Background: an optimization exercise with open tools, aiming at small area and a short achievable clock period. Do not read the settings as production practice. Function was checked by simulation only, so behaviour that the tests miss may differ from the original.

==> exp/fjord: inputs <==
==> flow/design.v (excerpt) <==
module bobbin (
    input  wire        clk,
    input  wire        rst,           
    input  wire        restart,       
    input  wire        snag_release,  
    input  wire [10:0] prog_len,      
    input  wire [23:0] wdog_limit,    
    input  wire [4:0]  self_id,       
    input  wire [31:0] time_ns,       
    input  wire [14:0] ev_in,         
    input  wire        tick_us,       
    output wire [9:0]  imem_addr,
    input  wire [31:0] imem_data,
    output wire [11:0] dmem_addr,
    output wire        dmem_re,
    output wire [3:0]  dmem_we,
    output wire [31:0] dmem_wdata,
    input  wire [31:0] dmem_rdata,
    output wire [6:0]  port_addr,
    output wire        port_re,
    output wire        port_we,
    output wire [31:0] port_wdata,
    input  wire [31:0] port_rdata,
    output wire [2:0]  state,
    output wire [1:0]  snag_code
);
    localparam [2:0] S_STOPPED = 3'd0, S_IDLE = 3'd2, S_RUN = 3'd3, S_SNAG = 3'd4;
    localparam [1:0] C_NONE = 2'd0, C_ILLEGAL = 2'd1, C_RANGE = 2'd2, C_WDOG = 2'd3;
    localparam [5:0] OP_NOP = 6'h01, OP_ADD = 6'h02, OP_SUB = 6'h03, OP_ADDS = 6'h04,
                     OP_SUBS = 6'h05, OP_AND = 6'h06, OP_OR = 6'h07, OP_XOR = 6'h08,
                     OP_SHL = 6'h09, OP_SHR = 6'h0A, OP_ASR = 6'h0B, OP_MUL = 6'h0C,
                     OP_MULH = 6'h0D, OP_MULHU = 6'h0E, OP_MULSH = 6'h0F, OP_DIVU = 6'h10,
                     OP_DIVS = 6'h11, OP_SQRTU = 6'h12, OP_MIN = 6'h13, OP_MAX = 6'h14,
  ...
clock: 22.0 ns
lec_check: 0
abc_area: 1
cap_margin: 20
core_margin: 2
core_utilization: 40
place_density: 0.5
setup_slack_margin: 5
slew_margin: 20
tns_end_percent: 10
run.sh (not shown) runs the stock make flow with config.mk's settings and CLKGATE_MAP_FILE= SYNTH_SCRIPT=/design/flow/synth_recipe.tcl, a recipe that flattens the netlist after the stock synthesis.
==> exp/nickel: changes against exp/fjord <==
--- a/flow/design.v
+++ b/flow/design.v
@@ -1825,18 +1825,25 @@
     bobbin_add #(24, 1) u_wdc (.a(wd_q), .b(~wdog_limit), .ci(1'b1), .s(), .co(wd_ge));
     wire wd_fire  = active && (wdog_limit != 24'd0) && wd_ge;
     wire abandon  = rst || (state_q == S_SNAG ? snag_release : restart);
     wire in_port_ext  = (portn <= 8'h0F);
     wire in_port_ok   = in_port_ext || portn == 8'h38 || portn == 8'h39 || portn == 8'h3A;
     wire out_port_ext = (portn >= 8'h40 && portn <= 8'h4F) || portn == 8'h79;
     wire out_port_ok  = out_port_ext || portn == 8'h78;
-    wire ea_hi_zero = (ea[31:12] == 20'd0);
+    wire [19:0] ea_x  = P[31:12] ^ simm[31:12];
+    wire [19:0] ea_o  = P[31:12] | simm[31:12];
+    wire [11:0] ea_lo;
+    wire        ea_c12;
+    bobbin_add #(12, 1) u_ealo (.a(P[11:0]), .b(simm[11:0]), .ci(1'b0), .s(ea_lo), .co(ea_c12));
+    wire ea_hi_zero = (ea_x[0] == ea_c12) && (ea_x[19:1] == ea_o[18:0]);
     wire bad_w   = !ea_hi_zero || (ea[1:0] != 2'd0);
     wire bad_h   = !ea_hi_zero || ea[0];
-    wire bad_lut = lut_base[0] || lut_co || (&lut_hi);    
+    wire lut_big;
+    bobbin_add #(11, 1) u_lbig (.a(lut_base[11:1]), .b({3'd0, P[15:8]}), .ci(1'b1), .s(), .co(lut_big));
+    wire bad_lut = lut_base[0] || lut_big;
     wire bad_ret = ({1'b0, regs[15][9:0]} >= prog_len);
     wire pc_last = (pc_q == 10'd1023);
     wire [10:0] pc_inc;     
     bobbin_add #(10, 0) u_pci (.a(pc_q), .b(10'd0), .ci(1'b1), .s(pc_inc[9:0]), .co(pc_inc[10]));
     wire [15:0] wait_hit = pend_q & wmask;
     wire        wait_go  = (wait_hit != 16'd0);
     reg        illegal;      
==> flow/flow/run.sh (new file) <==
#!/bin/bash
# Own flow: the standard layout (standard.sh) unchanged, except that
#  - the port buffers that the standard flow inserts on every input and
#    output are buf_4 cells instead of the default delay buffer.
# The synthesis is the standard one. Each make run's full output goes to a
# log file in this folder; the tools' own logs stay under orfs/logs/.
set -euo pipefail
bash standard.sh synth > log_1_synth.txt 2>&1
bash standard.sh SETUP_SLACK_MARGIN=9 "BUFFER_PORTS_ARGS=-buffer_cell sky130_fd_sc_hd__buf_4" finish > log_2_layout.txt 2>&1
==> flow/standard.sh (new file) <==
#!/bin/bash
# synth_recipe.tcl (not shown) runs the flow's synth.tcl, then flattens the netlist and writes it again
# the make line also repeats each setting of config.mk as NAME=value (left out here)
make -C /OpenROAD-flow-scripts/flow DESIGN_CONFIG=/design/flow/config.mk WORK_HOME=/design/flow/orfs CLKGATE_MAP_FILE= SYNTH_SCRIPT=/design/flow/synth_recipe.tcl "${@:-finish}"
Settings changed: CORE_UTILIZATION 40 to 30, PLACE_DENSITY 0.5 to 0.45, SETUP_SLACK_MARGIN 5 to unset.
removed: flow/run.sh
==> exp/willow: changes against exp/fjord <==
--- a/flow/design.v
+++ b/flow/design.v
@@ -1765,15 +1765,15 @@
         end
     endfunction
     wire is_lut  = (op == OP_LUT);
     wire mul_sgn = (op != OP_MULHU);
     wire [11:0] lut_base = imm18[11:0];
     wire [10:0] lut_hi;
     wire        lut_co;
-    bobbin_add #(11, 1) u_la (.a(lut_base[11:1]), .b({3'd0, P[15:8]}), .ci(1'b0), .s(lut_hi), .co(lut_co));
+    bobbin_add #(11, 3) u_la (.a(lut_base[11:1]), .b({3'd0, P[15:8]}), .ci(1'b0), .s(lut_hi), .co(lut_co));
     wire [12:0] lut_addr = {lut_co, lut_hi, lut_base[0]};
     wire [15:0] lut_t0   = dmem_rdata[15:0];
     wire [15:0] lut_t1   = dmem_rdata[31:16];
     wire [16:0] lut_d;
     bobbin_add #(17, 1) u_ld (.a({lut_t1[15], lut_t1}), .b(~{lut_t0[15], lut_t0}), .ci(1'b1), .s(lut_d), .co());
     wire [32:0] mB = is_lut ? {25'd0, P[7:0]} : {mul_sgn & P[31], P};
     wire [32:0] mA = is_lut ? {{16{lut_d[16]}}, lut_d} : {mul_sgn & Q[31], Q};
@@ -1818,25 +1818,32 @@
     wire [31:0] mc_result =
         mc_sqrt_q ? {16'd0, mc_root} :
         !mc_divs_q ? mc_q :
         mc_q[31] ? (mc_neg_q ? 32'h8000_0000 : 32'h7FFF_FFFF) :
         mc_neg_q ? nq : mc_q;
     wire active   = (state_q == S_RUN) || (state_q == S_IDLE);
     wire wd_ge;
-    bobbin_add #(24, 1) u_wdc (.a(wd_q), .b(~wdog_limit), .ci(1'b1), .s(), .co(wd_ge));
+    bobbin_add #(24, 3) u_wdc (.a(wd_q), .b(~wdog_limit), .ci(1'b1), .s(), .co(wd_ge));
     wire wd_fire  = active && (wdog_limit != 24'd0) && wd_ge;
     wire abandon  = rst || (state_q == S_SNAG ? snag_release : restart);
     wire in_port_ext  = (portn <= 8'h0F);
     wire in_port_ok   = in_port_ext || portn == 8'h38 || portn == 8'h39 || portn == 8'h3A;
     wire out_port_ext = (portn >= 8'h40 && portn <= 8'h4F) || portn == 8'h79;
     wire out_port_ok  = out_port_ext || portn == 8'h78;
-    wire ea_hi_zero = (ea[31:12] == 20'd0);
+    wire [19:0] ea_x  = P[31:12] ^ simm[31:12];
+    wire [19:0] ea_o  = P[31:12] | simm[31:12];
+    wire [11:0] ea_lo;
+    wire        ea_c12;
+    bobbin_add #(12, 3) u_ealo (.a(P[11:0]), .b(simm[11:0]), .ci(1'b0), .s(ea_lo), .co(ea_c12));
+    wire ea_hi_zero = (ea_x[0] == ea_c12) && (ea_x[19:1] == ea_o[18:0]);
     wire bad_w   = !ea_hi_zero || (ea[1:0] != 2'd0);
     wire bad_h   = !ea_hi_zero || ea[0];
-    wire bad_lut = lut_base[0] || lut_co || (&lut_hi);    
+    wire lut_big;
+    bobbin_add #(11, 3) u_lbig (.a(lut_base[11:1]), .b({3'd0, P[15:8]}), .ci(1'b1), .s(), .co(lut_big));
+    wire bad_lut = lut_base[0] || lut_big;
     wire bad_ret = ({1'b0, regs[15][9:0]} >= prog_len);
     wire pc_last = (pc_q == 10'd1023);
     wire [10:0] pc_inc;     
     bobbin_add #(10, 0) u_pci (.a(pc_q), .b(10'd0), .ci(1'b1), .s(pc_inc[9:0]), .co(pc_inc[10]));
     wire [15:0] wait_hit = pend_q & wmask;
     wire        wait_go  = (wait_hit != 16'd0);
     reg        illegal;      
@@ -1995,15 +2002,15 @@
     wire is_ld  = (op == OP_LD);
     wire is_ldh = (op == OP_LDH) || (op == OP_LDHU);
     wire ld_ok  = ok_seq && ((is_ld && !bad_w) || (is_ldh && !bad_h) ||
                              (is_lut && imm18[17:12] == 6'd0 && !bad_lut));
     wire st_ok  = ok_seq && (op == OP_ST) && !bad_w;
     wire sth_ok = ok_seq && (op == OP_STH) && !bad_h;
     wire out_ok = ok_seq && (op == OP_OUT) && (ir[21:8] == 14'd0);
-    assign dmem_addr  = is_lut ? lut_addr[11:0] : ea[11:0];
+    assign dmem_addr  = is_lut ? lut_addr[11:0] : ea_lo;
     assign dmem_re    = ld_ok;
     assign dmem_we    = {st_ok, st_ok, st_ok | sth_ok, st_ok | sth_ok};
     assign dmem_wdata = Q;
     assign port_addr  = portn[6:0];
     assign port_re    = ok_seq && (op == OP_IN) && (ir[21:8] == 14'd0) && in_port_ext;
     assign port_we    = out_ok && out_port_ext;
     assign port_wdata = Q;
==> flow/flow/run.sh (new file) <==
#!/bin/bash
# Own flow: the standard layout (standard.sh) unchanged, except that
#  - the port buffers that the standard flow inserts on every input and
#    output are buf_4 cells instead of the default delay buffer.
# The synthesis is the standard one. Each make run's full output goes to a
# log file in this folder; the tools' own logs stay under orfs/logs/.
set -euo pipefail
bash standard.sh synth > log_1_synth.txt 2>&1
bash standard.sh SETUP_SLACK_MARGIN=8 "BUFFER_PORTS_ARGS=-buffer_cell sky130_fd_sc_hd__buf_4" finish > log_2_layout.txt 2>&1
==> flow/standard.sh (new file) <==
#!/bin/bash
# synth_recipe.tcl (not shown) runs the flow's synth.tcl, then flattens the netlist and writes it again
# the make line also repeats each setting of config.mk as NAME=value (left out here)
make -C /OpenROAD-flow-scripts/flow DESIGN_CONFIG=/design/flow/config.mk WORK_HOME=/design/flow/orfs CLKGATE_MAP_FILE= SYNTH_SCRIPT=/design/flow/synth_recipe.tcl "${@:-finish}"
Settings changed: CORE_UTILIZATION 40 to 30, PLACE_DENSITY 0.5 to 0.45, SETUP_SLACK_MARGIN 5 to unset, TNS_END_PERCENT 10 to 2.
removed: flow/run.sh
==> notes.md <==
- Part of the cycle the worst path needs: a little under two thirds
- Synth Area in Simple Gates: 20.3%
- First-pass GRT wire length: 787,000 um
- Synth cell types: 80
- Req. time, crit path: 22,500 ps
- Met3 routed WL: approximately 70,000 um
- CP delay by family, top: simple AND/OR/NAND/NOR gates
- Xor/xnor share of the synthesized area: 6.52%
- Post-CTS Setup Inserts: 304
- Run status: no timing/DRC/antenna violations
That was exp/nickel.
==> notes.md <==
- Req. time, crit path: 22,630 ps
- Run status: no timing/DRC/antenna violations
- Post-CTS Setup Inserts: 48
- Synth Area in Simple Gates: around a fifth
- Met3 routed WL: 73,400 um
- Synth cell types: 76
That was exp/fjord.
==> notes.md <==
- Run status: no timing/DRC/antenna violations
- Tap cells: just under 4,000
- First-pass GRT wire length: 770,000 um
- Kind of critical path: in2reg
- Final Max Tran Viols: 0
- Xor/xnor share of the synthesized area: between 6 and 7%
- Adder-cell share of the synthesized area: 20.3%
- Max incr delay on CP: between 500 and 600 ps
- Die area: 303,000 um2
- Synth cell types: 76
- CP delay by family, top: buffers and inverters
- Async S/R FF share, synth: 0%
- Met1 global-route usage: 45.6%
- Synth Area in Simple Gates: 19.5%
That was exp/willow.

========
==> inputs of umber <==
bobbin, a different RTL version from the one above (not shown whole).
// bobbin
module bobbin (
    input  wire        clk,
    input  wire        rst,           
    input  wire        restart,       
    input  wire        snag_release,  
    input  wire [10:0] prog_len,      
    input  wire [23:0] wdog_limit,    
    input  wire [4:0]  self_id,       
    input  wire [31:0] time_ns,       
    input  wire [14:0] ev_in,         
    input  wire        tick_us,       
    output wire [9:0]  imem_addr,
    input  wire [31:0] imem_data,
    output wire [11:0] dmem_addr,
    output wire        dmem_re,
    output wire [3:0]  dmem_we,
    output wire [31:0] dmem_wdata,
    input  wire [31:0] dmem_rdata,
    output wire [6:0]  port_addr,
    output wire        port_re,
    output wire        port_we,
    output wire [31:0] port_wdata,
    input  wire [31:0] port_rdata,
    output wire [2:0]  state,
    output wire [1:0]  snag_code
);
    localparam [2:0] S_STOPPED = 3'd0, S_IDLE = 3'd2, S_RUN = 3'd3, S_SNAG = 3'd4;
    localparam [1:0] C_NONE = 2'd0, C_ILLEGAL = 2'd1, C_RANGE = 2'd2, C_WDOG = 2'd3;
    localparam [5:0] OP_NOP = 6'h01, OP_ADD = 6'h02, OP_SUB = 6'h03, OP_ADDS = 6'h04,
                     OP_SUBS = 6'h05, OP_AND = 6'h06, OP_OR = 6'h07, OP_XOR = 6'h08,
                     OP_SHL = 6'h09, OP_SHR = 6'h0A, OP_ASR = 6'h0B, OP_MUL = 6'h0C,
                     OP_MULH = 6'h0D, OP_MULHU = 6'h0E, OP_MULSH = 6'h0F, OP_DIVU = 6'h10,
  ...
Settings: LEC_CHECK=0, ABC_AREA=1, CAP_MARGIN=20, CORE_MARGIN=2, CORE_UTILIZATION=40, PLACE_DENSITY=0.5, SETUP_SLACK_MARGIN=4, SLEW_MARGIN=20; clock period 22.0 ns.
Stock flow here: none of the scripts above is used.
==> inputs of quartz, as changes to umber <==
--- a/flow/design.v
+++ b/flow/design.v
@@ -1739,24 +1739,20 @@
     wire [31:0] uimm = {14'd0, imm18};
     wire [3:0]  q_idx = op[5] ? f_hi : f_lo;
     wire [31:0] P = (f_mid == 4'd0) ? 32'd0 : regs[f_mid];    
     wire [31:0] Q = (q_idx == 4'd0) ? 32'd0 : regs[q_idx];    
     wire [32:0] sum33, dif33;
-    wire [31:0] dP = (op == OP_DIVS) ? 32'd0 : P;    
-    bobbin_add #(33, 1) u_sum (.a({P[31], P}), .b({Q[31], Q}), .ci(1'b0), .s(sum33), .co());
-    bobbin_add #(33, 1) u_dif (.a({dP[31], dP}), .b(~{Q[31], Q}), .ci(1'b1), .s(dif33), .co());
+    bobbin_add #(33, 2) u_sum (.a({P[31], P}), .b({Q[31], Q}), .ci(1'b0), .s(sum33), .co());
+    bobbin_add #(33, 2) u_dif (.a({P[31], P}), .b(~{Q[31], Q}), .ci(1'b1), .s(dif33), .co());
     wire        lts   = dif33[32];                  
     wire        ltu   = dif33[32] ^ P[31] ^ Q[31];  
     wire        eq    = (P == Q);
     wire [31:0] ea;                                 
-    bobbin_add #(32, 1) u_ea (.a(P), .b(simm), .ci(1'b0), .s(ea), .co());
-    wire [31:0] mc_q;        
-    wire [31:0] neg_in = mc_busy_q ? mc_q : (op == OP_CLAMP) ? Q : P;
-    wire [31:0] neg_out;
-    bobbin_add #(32, 1) u_neg (.a(~neg_in), .b(32'd0), .ci(1'b1), .s(neg_out), .co());
-    wire [31:0] nP = neg_out;
-    wire [31:0] nQ = neg_out;
+    bobbin_add #(32, 2) u_ea (.a(P), .b(simm), .ci(1'b0), .s(ea), .co());
+    wire [31:0] nP, nQ;
+    bobbin_add #(32, 1) u_nP (.a(~P), .b(32'd0), .ci(1'b1), .s(nP), .co());
+    bobbin_add #(32, 1) u_nQ (.a(~Q), .b(32'd0), .ci(1'b1), .s(nQ), .co());
     function [31:0] sat33;
         input [32:0] v;
         begin
             if (v[32] != v[31])
                 sat33 = v[32] ? 32'h8000_0000 : 32'h7FFF_FFFF;
@@ -1767,16 +1763,16 @@
     wire is_lut  = (op == OP_LUT);
     wire mul_sgn = (op != OP_MULHU);
     wire [11:0] lut_base = imm18[11:0];
     wire [10:0] lut_hi;
     wire        lut_co;
-    bobbin_add #(11, 1) u_la (.a(lut_base[11:1]), .b({3'd0, P[15:8]}), .ci(1'b0), .s(lut_hi), .co(lut_co));
+    bobbin_add #(11, 2) u_la (.a(lut_base[11:1]), .b({3'd0, P[15:8]}), .ci(1'b0), .s(lut_hi), .co(lut_co));
     wire [12:0] lut_addr = {lut_co, lut_hi, lut_base[0]};
     wire [15:0] lut_t0   = dmem_rdata[15:0];
     wire [15:0] lut_t1   = dmem_rdata[31:16];
     wire [16:0] lut_d;
-    bobbin_add #(17, 1) u_ld (.a({lut_t1[15], lut_t1}), .b(~{lut_t0[15], lut_t0}), .ci(1'b1), .s(lut_d), .co());
+    bobbin_add #(17, 2) u_ld (.a({lut_t1[15], lut_t1}), .b(~{lut_t0[15], lut_t0}), .ci(1'b1), .s(lut_d), .co());
     wire [32:0] mB = is_lut ? {25'd0, P[7:0]} : {mul_sgn & P[31], P};
     wire [32:0] mA = is_lut ? {{16{lut_d[16]}}, lut_d} : {mul_sgn & Q[31], Q};
     wire [63:0] prod;
     bobbin_mul u_mul (.a(mA), .b(mB), .add_lo(is_lut ? lut_t0[14:0] : 15'd0),
                       .add_s(is_lut & lut_t0[15]), .p(prod));
@@ -1788,16 +1784,12 @@
                        is_shl  ? {1'b0, P[31:1]} : {32{is_asr & P[31]}};
     wire [31:0] flo  = is_mulf ? prod[31:0] :
                        is_shl  ? {P[0], 31'd0} : P;
     wire [4:0]  famt = is_mulf ? (is_lut ? 5'd8 : sh) :
                        is_shl  ? ~samt : samt;
-    wire [63:0] fx   = {fhi, flo};
-    wire [47:0] fw4  = famt[4] ? fx[63:16]  : fx[47:0];
-    wire [39:0] fw3  = famt[3] ? fw4[47:8]  : fw4[39:0];
-    wire [35:0] fw2  = famt[2] ? fw3[39:4]  : fw3[35:0];
-    wire [33:0] fw1  = famt[1] ? fw2[35:2]  : fw2[33:0];
-    wire [31:0] fout = famt[0] ? fw1[32:1]  : fw1[31:0];
+    wire [63:0] fsh  = {fhi, flo} >> famt;
+    wire [31:0] fout = fsh[31:0];
     reg  [31:0] sh_mask;
     integer k;
     always @(*)
         for (k = 0; k < 32; k = k + 1)
             sh_mask[k] = (k[4:0] >= sh);
@@ -1806,17 +1798,19 @@
                           {prod[63], {31{~prod[63]}}} : fout;
     wire        mc_start;
     wire        st_divs = (op == OP_DIVS);
     wire        st_sqrt = (op == OP_SQRTU);
     wire [31:0] div_a = (st_divs && P[31]) ? nP : P;
-    wire [31:0] div_b = (st_divs && Q[31]) ? dif33[31:0] : Q;
+    wire [31:0] div_b = (st_divs && Q[31]) ? nQ : Q;
+    wire [31:0] mc_q;        
     wire [15:0] mc_root;     
     bobbin_div u_div (
         .clk(clk), .start(mc_start), .sqrt_start(st_sqrt), .sqrt_q(mc_sqrt_q),
         .opa(div_a), .opb(div_b), .quotient(mc_q), .root(mc_root)
     );
-    wire [31:0] nq = neg_out;
+    wire [31:0] nq;
+    bobbin_add #(32, 1) u_nq (.a(~mc_q), .b(32'd0), .ci(1'b1), .s(nq), .co());
     wire [31:0] mc_result =
         mc_sqrt_q ? {16'd0, mc_root} :
         !mc_divs_q ? mc_q :
         mc_q[31] ? (mc_neg_q ? 32'h8000_0000 : 32'h7FFF_FFFF) :
         mc_neg_q ? nq : mc_q;
Settings changed: CORE_UTILIZATION 40 to 30, PLACE_DENSITY 0.5 to 0.45, SETUP_SLACK_MARGIN 4 to default.
==> inputs of harbor, as changes to umber <==
--- a/flow/design.v
+++ b/flow/design.v
@@ -1767,11 +1767,11 @@
     wire is_lut  = (op == OP_LUT);
     wire mul_sgn = (op != OP_MULHU);
     wire [11:0] lut_base = imm18[11:0];
     wire [10:0] lut_hi;
     wire        lut_co;
-    bobbin_add #(11, 1) u_la (.a(lut_base[11:1]), .b({3'd0, P[15:8]}), .ci(1'b0), .s(lut_hi), .co(lut_co));
+    bobbin_add #(11, 3) u_la (.a(lut_base[11:1]), .b({3'd0, P[15:8]}), .ci(1'b0), .s(lut_hi), .co(lut_co));
     wire [12:0] lut_addr = {lut_co, lut_hi, lut_base[0]};
     wire [15:0] lut_t0   = dmem_rdata[15:0];
     wire [15:0] lut_t1   = dmem_rdata[31:16];
     wire [16:0] lut_d;
     bobbin_add #(17, 1) u_ld (.a({lut_t1[15], lut_t1}), .b(~{lut_t0[15], lut_t0}), .ci(1'b1), .s(lut_d), .co());
@@ -1820,21 +1820,28 @@
         !mc_divs_q ? mc_q :
         mc_q[31] ? (mc_neg_q ? 32'h8000_0000 : 32'h7FFF_FFFF) :
         mc_neg_q ? nq : mc_q;
     wire active   = (state_q == S_RUN) || (state_q == S_IDLE);
     wire wd_ge;
-    bobbin_add #(24, 1) u_wdc (.a(wd_q), .b(~wdog_limit), .ci(1'b1), .s(), .co(wd_ge));
+    bobbin_add #(24, 3) u_wdc (.a(wd_q), .b(~wdog_limit), .ci(1'b1), .s(), .co(wd_ge));
     wire wd_fire  = active && (wdog_limit != 24'd0) && wd_ge;
     wire abandon  = rst || (state_q == S_SNAG ? snag_release : restart);
     wire in_port_ext  = (portn <= 8'h0F);
     wire in_port_ok   = in_port_ext || portn == 8'h38 || portn == 8'h39 || portn == 8'h3A;
     wire out_port_ext = (portn >= 8'h40 && portn <= 8'h4F) || portn == 8'h79;
     wire out_port_ok  = out_port_ext || portn == 8'h78;
-    wire ea_hi_zero = (ea[31:12] == 20'd0);
+    wire [19:0] ea_x  = P[31:12] ^ simm[31:12];
+    wire [19:0] ea_o  = P[31:12] | simm[31:12];
+    wire [11:0] ea_lo;
+    wire        ea_c12;
+    bobbin_add #(12, 3) u_ealo (.a(P[11:0]), .b(simm[11:0]), .ci(1'b0), .s(ea_lo), .co(ea_c12));
+    wire ea_hi_zero = (ea_x[0] == ea_c12) && (ea_x[19:1] == ea_o[18:0]);
     wire bad_w   = !ea_hi_zero || (ea[1:0] != 2'd0);
     wire bad_h   = !ea_hi_zero || ea[0];
-    wire bad_lut = lut_base[0] || lut_co || (&lut_hi);    
+    wire lut_big;
+    bobbin_add #(11, 3) u_lbig (.a(lut_base[11:1]), .b({3'd0, P[15:8]}), .ci(1'b1), .s(), .co(lut_big));
+    wire bad_lut = lut_base[0] || lut_big;
     wire bad_ret = ({1'b0, regs[15][9:0]} >= prog_len);
     wire pc_last = (pc_q == 10'd1023);
     wire [10:0] pc_inc;     
     bobbin_add #(10, 0) u_pci (.a(pc_q), .b(10'd0), .ci(1'b1), .s(pc_inc[9:0]), .co(pc_inc[10]));
     wire [15:0] wait_hit = pend_q & wmask;
@@ -1871,14 +1878,10 @@
                     OP_ADDS:  wr_val = sat33(sum33);
                     OP_SUBS:  wr_val = sat33(dif33);
                     OP_AND:   wr_val = P & Q;
                     OP_OR:    wr_val = P | Q;
                     OP_XOR:   wr_val = P ^ Q;
-                    OP_SHL, OP_SHR, OP_ASR, OP_MUL:
-                              wr_val = fout;
-                    OP_MULH, OP_MULHU:
-                              wr_val = prod[63:32];
                     OP_MIN:   wr_val = lts ? P : Q;
                     OP_MAX:   wr_val = lts ? Q : P;
                     OP_SLT:   wr_val = {31'd0, lts};
                     OP_SLTU:  wr_val = {31'd0, ltu};
                     default:  wr_val = Q[31] ? 32'd0 : sum33[32] ? nQ :
@@ -1886,11 +1889,10 @@
                 endcase
             end
             OP_MULSH: begin
                 illegal = (ir[13:5] != 9'd0);
                 wr_en   = 1'b1;
-                wr_val  = mulsh_v;
             end
             OP_DIVU, OP_DIVS: begin
                 illegal = (ir[13:0] != 14'd0);
                 is_mc   = 1'b1;
             end
@@ -1908,11 +1910,10 @@
             OP_ORI:  begin wr_en = 1'b1; wr_val = P | uimm; end
             OP_XORI: begin wr_en = 1'b1; wr_val = P ^ uimm; end
             OP_SHLI, OP_SHRI, OP_ASRI: begin
                 illegal = (imm18[17:5] != 13'd0);
                 wr_en   = 1'b1;
-                wr_val  = fout;
             end
             OP_LUI: begin
                 illegal = (ir[21:16] != 6'd0);
                 wr_en   = 1'b1;
                 wr_val  = {imm16, 16'd0};
@@ -1931,11 +1932,10 @@
             OP_STH: bad_addr = bad_h;
             OP_LUT: begin
                 illegal  = (imm18[17:12] != 6'd0);
                 bad_addr = bad_lut;
                 wr_en    = 1'b1;
-                wr_val   = fout;
             end
             OP_IN: begin
                 illegal = (ir[21:8] != 14'd0) || !in_port_ok;
                 wr_en   = 1'b1;
                 if (portn == 8'h38)      wr_val = {27'd0, self_id};
@@ -2004,11 +2004,11 @@
     wire ld_ok  = ok_seq && ((is_ld && !bad_w) || (is_ldh && !bad_h) ||
                              (is_lut && imm18[17:12] == 6'd0 && !bad_lut));
     wire st_ok  = ok_seq && (op == OP_ST) && !bad_w;
     wire sth_ok = ok_seq && (op == OP_STH) && !bad_h;
     wire out_ok = ok_seq && (op == OP_OUT) && (ir[21:8] == 14'd0);
-    assign dmem_addr  = is_lut ? lut_addr[11:0] : ea[11:0];
+    assign dmem_addr  = is_lut ? lut_addr[11:0] : ea_lo;
     assign dmem_re    = ld_ok;
     assign dmem_we    = {st_ok, st_ok, st_ok | sth_ok, st_ok | sth_ok};
     assign dmem_wdata = Q;
     assign port_addr  = portn[6:0];
     assign port_re    = ok_seq && (op == OP_IN) && (ir[21:8] == 14'd0) && in_port_ext;
@@ -2023,11 +2023,17 @@
     wire        wd_full;
     bobbin_add #(24, 0) u_wdi (.a(wd_q), .b(24'd0), .ci(1'b1), .s(wd_p1), .co(wd_full));
     wire [23:0] wd_inc = wd_full ? wd_q : wd_p1;
     wire        rf_we = (exec && wr_en) || mc_last;
     wire [3:0]  rf_wa = mc_last ? f_hi : wr_reg;
-    wire [31:0] rf_wd = mc_last ? mc_result : wr_val;
+    wire is_late = (op == OP_SHL) || (op == OP_SHR) || (op == OP_ASR) || (op == OP_MUL) ||
+                   (op == OP_MULH) || (op == OP_MULHU) || (op == OP_MULSH) || (op == OP_SHLI) ||
+                   (op == OP_SHRI) || (op == OP_ASRI) || is_lut;
+    wire is_mulhi = (op == OP_MULH) || (op == OP_MULHU);
+    wire [31:0] late_val = is_mulhi ? prod[63:32] : mulsh_v;
+    wire [31:0] early_val = mc_last ? mc_result : wr_val;
+    wire [31:0] rf_wd = (is_late && !mc_busy_q) ? late_val : early_val;
     integer i;
     always @(posedge clk) begin
         if (rst) begin
             for (i = 1; i < 16; i = i + 1)
                 regs[i] <= 32'd0;
==> flow/flow/run.sh (new file) <==
#!/bin/bash
# Own flow: the standard layout (standard.sh) unchanged, except that
#  - the port buffers that the standard flow inserts on every input and
#    output are buf_4 cells instead of the default delay buffer.
# The synthesis is the standard one. Each make run's full output goes to a
# log file in this folder; the tools' own logs stay under orfs/logs/.
set -euo pipefail
bash standard.sh synth > log_1_synth.txt 2>&1
bash standard.sh SETUP_SLACK_MARGIN=9 "BUFFER_PORTS_ARGS=-buffer_cell sky130_fd_sc_hd__buf_4" finish > log_2_layout.txt 2>&1
==> flow/standard.sh (new file) <==
#!/bin/bash
# synth_recipe.tcl (not shown) runs the flow's synth.tcl, then flattens the netlist and writes it again
# the make line also repeats each setting of config.mk as NAME=value (left out here)
make -C /OpenROAD-flow-scripts/flow DESIGN_CONFIG=/design/flow/config.mk WORK_HOME=/design/flow/orfs CLKGATE_MAP_FILE= SYNTH_SCRIPT=/design/flow/synth_recipe.tcl "${@:-finish}"
Settings changed: CORE_UTILIZATION 40 to 30, PLACE_DENSITY 0.5 to 0.45, SETUP_SLACK_MARGIN 4 to default, TNS_END_PERCENT from default to 3.
removed: flow/run.sh
==> inputs of garnet, as changes to umber <==
--- a/flow/design.v
+++ b/flow/design.v
@@ -1767,11 +1767,11 @@
     wire is_lut  = (op == OP_LUT);
     wire mul_sgn = (op != OP_MULHU);
     wire [11:0] lut_base = imm18[11:0];
     wire [10:0] lut_hi;
     wire        lut_co;
-    bobbin_add #(11, 1) u_la (.a(lut_base[11:1]), .b({3'd0, P[15:8]}), .ci(1'b0), .s(lut_hi), .co(lut_co));
+    bobbin_add #(11, 3) u_la (.a(lut_base[11:1]), .b({3'd0, P[15:8]}), .ci(1'b0), .s(lut_hi), .co(lut_co));
     wire [12:0] lut_addr = {lut_co, lut_hi, lut_base[0]};
     wire [15:0] lut_t0   = dmem_rdata[15:0];
     wire [15:0] lut_t1   = dmem_rdata[31:16];
     wire [16:0] lut_d;
     bobbin_add #(17, 1) u_ld (.a({lut_t1[15], lut_t1}), .b(~{lut_t0[15], lut_t0}), .ci(1'b1), .s(lut_d), .co());
@@ -1820,21 +1820,28 @@
         !mc_divs_q ? mc_q :
         mc_q[31] ? (mc_neg_q ? 32'h8000_0000 : 32'h7FFF_FFFF) :
         mc_neg_q ? nq : mc_q;
     wire active   = (state_q == S_RUN) || (state_q == S_IDLE);
     wire wd_ge;
-    bobbin_add #(24, 1) u_wdc (.a(wd_q), .b(~wdog_limit), .ci(1'b1), .s(), .co(wd_ge));
+    bobbin_add #(24, 3) u_wdc (.a(wd_q), .b(~wdog_limit), .ci(1'b1), .s(), .co(wd_ge));
     wire wd_fire  = active && (wdog_limit != 24'd0) && wd_ge;
     wire abandon  = rst || (state_q == S_SNAG ? snag_release : restart);
     wire in_port_ext  = (portn <= 8'h0F);
     wire in_port_ok   = in_port_ext || portn == 8'h38 || portn == 8'h39 || portn == 8'h3A;
     wire out_port_ext = (portn >= 8'h40 && portn <= 8'h4F) || portn == 8'h79;
     wire out_port_ok  = out_port_ext || portn == 8'h78;
-    wire ea_hi_zero = (ea[31:12] == 20'd0);
+    wire [19:0] ea_x  = P[31:12] ^ simm[31:12];
+    wire [19:0] ea_o  = P[31:12] | simm[31:12];
+    wire [11:0] ea_lo;
+    wire        ea_c12;
+    bobbin_add #(12, 3) u_ealo (.a(P[11:0]), .b(simm[11:0]), .ci(1'b0), .s(ea_lo), .co(ea_c12));
+    wire ea_hi_zero = (ea_x[0] == ea_c12) && (ea_x[19:1] == ea_o[18:0]);
     wire bad_w   = !ea_hi_zero || (ea[1:0] != 2'd0);
     wire bad_h   = !ea_hi_zero || ea[0];
-    wire bad_lut = lut_base[0] || lut_co || (&lut_hi);    
+    wire lut_big;
+    bobbin_add #(11, 3) u_lbig (.a(lut_base[11:1]), .b({3'd0, P[15:8]}), .ci(1'b1), .s(), .co(lut_big));
+    wire bad_lut = lut_base[0] || lut_big;
     wire bad_ret = ({1'b0, regs[15][9:0]} >= prog_len);
     wire pc_last = (pc_q == 10'd1023);
     wire [10:0] pc_inc;     
     bobbin_add #(10, 0) u_pci (.a(pc_q), .b(10'd0), .ci(1'b1), .s(pc_inc[9:0]), .co(pc_inc[10]));
     wire [15:0] wait_hit = pend_q & wmask;
@@ -1871,14 +1878,10 @@
                     OP_ADDS:  wr_val = sat33(sum33);
                     OP_SUBS:  wr_val = sat33(dif33);
                     OP_AND:   wr_val = P & Q;
                     OP_OR:    wr_val = P | Q;
                     OP_XOR:   wr_val = P ^ Q;
-                    OP_SHL, OP_SHR, OP_ASR, OP_MUL:
-                              wr_val = fout;
-                    OP_MULH, OP_MULHU:
-                              wr_val = prod[63:32];
                     OP_MIN:   wr_val = lts ? P : Q;
                     OP_MAX:   wr_val = lts ? Q : P;
                     OP_SLT:   wr_val = {31'd0, lts};
                     OP_SLTU:  wr_val = {31'd0, ltu};
                     default:  wr_val = Q[31] ? 32'd0 : sum33[32] ? nQ :
@@ -1886,11 +1889,10 @@
                 endcase
             end
             OP_MULSH: begin
                 illegal = (ir[13:5] != 9'd0);
                 wr_en   = 1'b1;
-                wr_val  = mulsh_v;
             end
             OP_DIVU, OP_DIVS: begin
                 illegal = (ir[13:0] != 14'd0);
                 is_mc   = 1'b1;
             end
@@ -1908,11 +1910,10 @@
             OP_ORI:  begin wr_en = 1'b1; wr_val = P | uimm; end
             OP_XORI: begin wr_en = 1'b1; wr_val = P ^ uimm; end
             OP_SHLI, OP_SHRI, OP_ASRI: begin
                 illegal = (imm18[17:5] != 13'd0);
                 wr_en   = 1'b1;
-                wr_val  = fout;
             end
             OP_LUI: begin
                 illegal = (ir[21:16] != 6'd0);
                 wr_en   = 1'b1;
                 wr_val  = {imm16, 16'd0};
@@ -1931,11 +1932,10 @@
             OP_STH: bad_addr = bad_h;
             OP_LUT: begin
                 illegal  = (imm18[17:12] != 6'd0);
                 bad_addr = bad_lut;
                 wr_en    = 1'b1;
-                wr_val   = fout;
             end
             OP_IN: begin
                 illegal = (ir[21:8] != 14'd0) || !in_port_ok;
                 wr_en   = 1'b1;
                 if (portn == 8'h38)      wr_val = {27'd0, self_id};
@@ -2004,11 +2004,11 @@
     wire ld_ok  = ok_seq && ((is_ld && !bad_w) || (is_ldh && !bad_h) ||
                              (is_lut && imm18[17:12] == 6'd0 && !bad_lut));
     wire st_ok  = ok_seq && (op == OP_ST) && !bad_w;
     wire sth_ok = ok_seq && (op == OP_STH) && !bad_h;
     wire out_ok = ok_seq && (op == OP_OUT) && (ir[21:8] == 14'd0);
-    assign dmem_addr  = is_lut ? lut_addr[11:0] : ea[11:0];
+    assign dmem_addr  = is_lut ? lut_addr[11:0] : ea_lo;
     assign dmem_re    = ld_ok;
     assign dmem_we    = {st_ok, st_ok, st_ok | sth_ok, st_ok | sth_ok};
     assign dmem_wdata = Q;
     assign port_addr  = portn[6:0];
     assign port_re    = ok_seq && (op == OP_IN) && (ir[21:8] == 14'd0) && in_port_ext;
@@ -2023,11 +2023,17 @@
     wire        wd_full;
     bobbin_add #(24, 0) u_wdi (.a(wd_q), .b(24'd0), .ci(1'b1), .s(wd_p1), .co(wd_full));
     wire [23:0] wd_inc = wd_full ? wd_q : wd_p1;
     wire        rf_we = (exec && wr_en) || mc_last;
     wire [3:0]  rf_wa = mc_last ? f_hi : wr_reg;
-    wire [31:0] rf_wd = mc_last ? mc_result : wr_val;
+    wire is_late = (op == OP_SHL) || (op == OP_SHR) || (op == OP_ASR) || (op == OP_MUL) ||
+                   (op == OP_MULH) || (op == OP_MULHU) || (op == OP_MULSH) || (op == OP_SHLI) ||
+                   (op == OP_SHRI) || (op == OP_ASRI) || is_lut;
+    wire is_mulhi = (op == OP_MULH) || (op == OP_MULHU);
+    wire [31:0] late_val = is_mulhi ? prod[63:32] : mulsh_v;
+    wire [31:0] early_val = mc_last ? mc_result : wr_val;
+    wire [31:0] rf_wd = (is_late && !mc_busy_q) ? late_val : early_val;
     integer i;
     always @(posedge clk) begin
         if (rst) begin
             for (i = 1; i < 16; i = i + 1)
                 regs[i] <= 32'd0;
==> flow/flow/run.sh (new file) <==
#!/bin/bash
# Own flow: the standard layout (standard.sh) unchanged, except that
#  - the port buffers that the standard flow inserts on every input and
#    output are buf_4 cells instead of the default delay buffer.
# The synthesis is the standard one. Each make run's full output goes to a
# log file in this folder; the tools' own logs stay under orfs/logs/.
set -euo pipefail
bash standard.sh synth > log_1_synth.txt 2>&1
bash standard.sh SETUP_SLACK_MARGIN=7 "BUFFER_PORTS_ARGS=-buffer_cell sky130_fd_sc_hd__buf_4" finish > log_2_layout.txt 2>&1
==> flow/standard.sh (new file) <==
#!/bin/bash
# synth_recipe.tcl (not shown) runs the flow's synth.tcl, then flattens the netlist and writes it again
# the make line also repeats each setting of config.mk as NAME=value (left out here)
make -C /OpenROAD-flow-scripts/flow DESIGN_CONFIG=/design/flow/config.mk WORK_HOME=/design/flow/orfs CLKGATE_MAP_FILE= SYNTH_SCRIPT=/design/flow/synth_recipe.tcl "${@:-finish}"
Settings changed: CORE_UTILIZATION 40 to 30, PLACE_DENSITY 0.5 to 0.45, SETUP_SLACK_MARGIN 4 to default, TNS_END_PERCENT from default to 2.
removed: flow/run.sh
==> comparison table <==
metric	quartz	harbor	garnet	umber
Full die area	312200 um2	303500 um2	303500 um2	228600 um2
Result of the run	no timing/DRC/antenna violations	no timing/DRC/antenna violations	no timing/DRC/antenna violations	no timing/DRC/antenna violations
Minimum period implied by the final worst setup slack	18960 ps	13780 ps	14830 ps	17820 ps
Finished Layout Cells	16.78k	16.56k	16.23k	15.32k
Global routing usage on met2	0.5686	0.5268	0.5115	0.6930
Std-Cell Core Area	306100 um2	297300 um2	297300 um2	224000 um2
Sequential element share of the synthesized area	0.2149	0.2211	0.2211	0.2207
Post-Route M1 WL	231200 um	218600 um	215500 um	204900 um
Post-Synth Adder-Cell Area	0.1917	0.2026	0.2026	0.2011
GRT Total Usage	0.3697	0.3689	0.3518	0.4790
Initial antenna violation count	61	55	58	81
Routing usage on met1	0.4642	0.4564	0.4514	0.5822
Worst slew slack as a fraction of its limit	0.1155	0.06571	0.2002	0.1044
Mux cell area share after synthesis	0.0002168	0.0008786	0.0008786	0.001434
Simple-gate share of the synthesized area	0.1968	0.1952	0.1952	0.1906
Area after DPL	100100 um2	97020 um2	96200 um2	96260 um2
Critical path depth	50	30	27	46
Fraction of layout instances using a drive strength above 1	0.08454	0.1810	0.1133	0.07066
Final antenna diode count	32	33	33	58
Endpoint required time on the critical path	22480 ps	17600 ps	17600 ps	22420 ps
Post-CTS Setup Bufs	0	309	58	6

port drivers added, routing unchanged:
The results above use ideal ports. As a check the final layouts listed here were re-extracted and re-timed, cells and wires unchanged. Step 1 assumes that a clkbuf_16 drives the clock port and a buf_2 every other input. Step 2 also shifts input and output timing later by t, the mid clock arrival at the registers, as if the neighbouring blocks saw the same clock. a / b / c = ideal ports / drivers / drivers and shift; a / b = the first two.
| run | t (ns) | setup WS [ns] | worst setup path at the end | cell pins on the clock port's net |
|---|---|---|---|---|
| exp/fjord | 0.873 | 5.064 / 5.006 / 4.180 | input to register | 1 |
| exp/nickel | 0.842 | 8.054 / 7.796 / 7.184 | input to register | 1 |
| exp/willow | 0.853 | 7.928 / 7.719 / 6.928 | input to register | 1 |
| umber | 0.783 | 4.176 / 3.949 / 3.384 | input to register | 1 |
| quartz | 0.807 | 3.039 / 3.106 / 2.299 | input to register | 1 |
| harbor | 0.859 | 8.225 / 7.996 / 7.337 | input to register | 1 |
| garnet | 0.859 | 7.166 / 6.977 / 6.297 | input to register | 1 |
After both steps setup and hold are still met in every run listed. For exp/willow, which loses most, drivers alone change the setup slack by -0.209 ns; drivers and shift together by -1.000 ns.
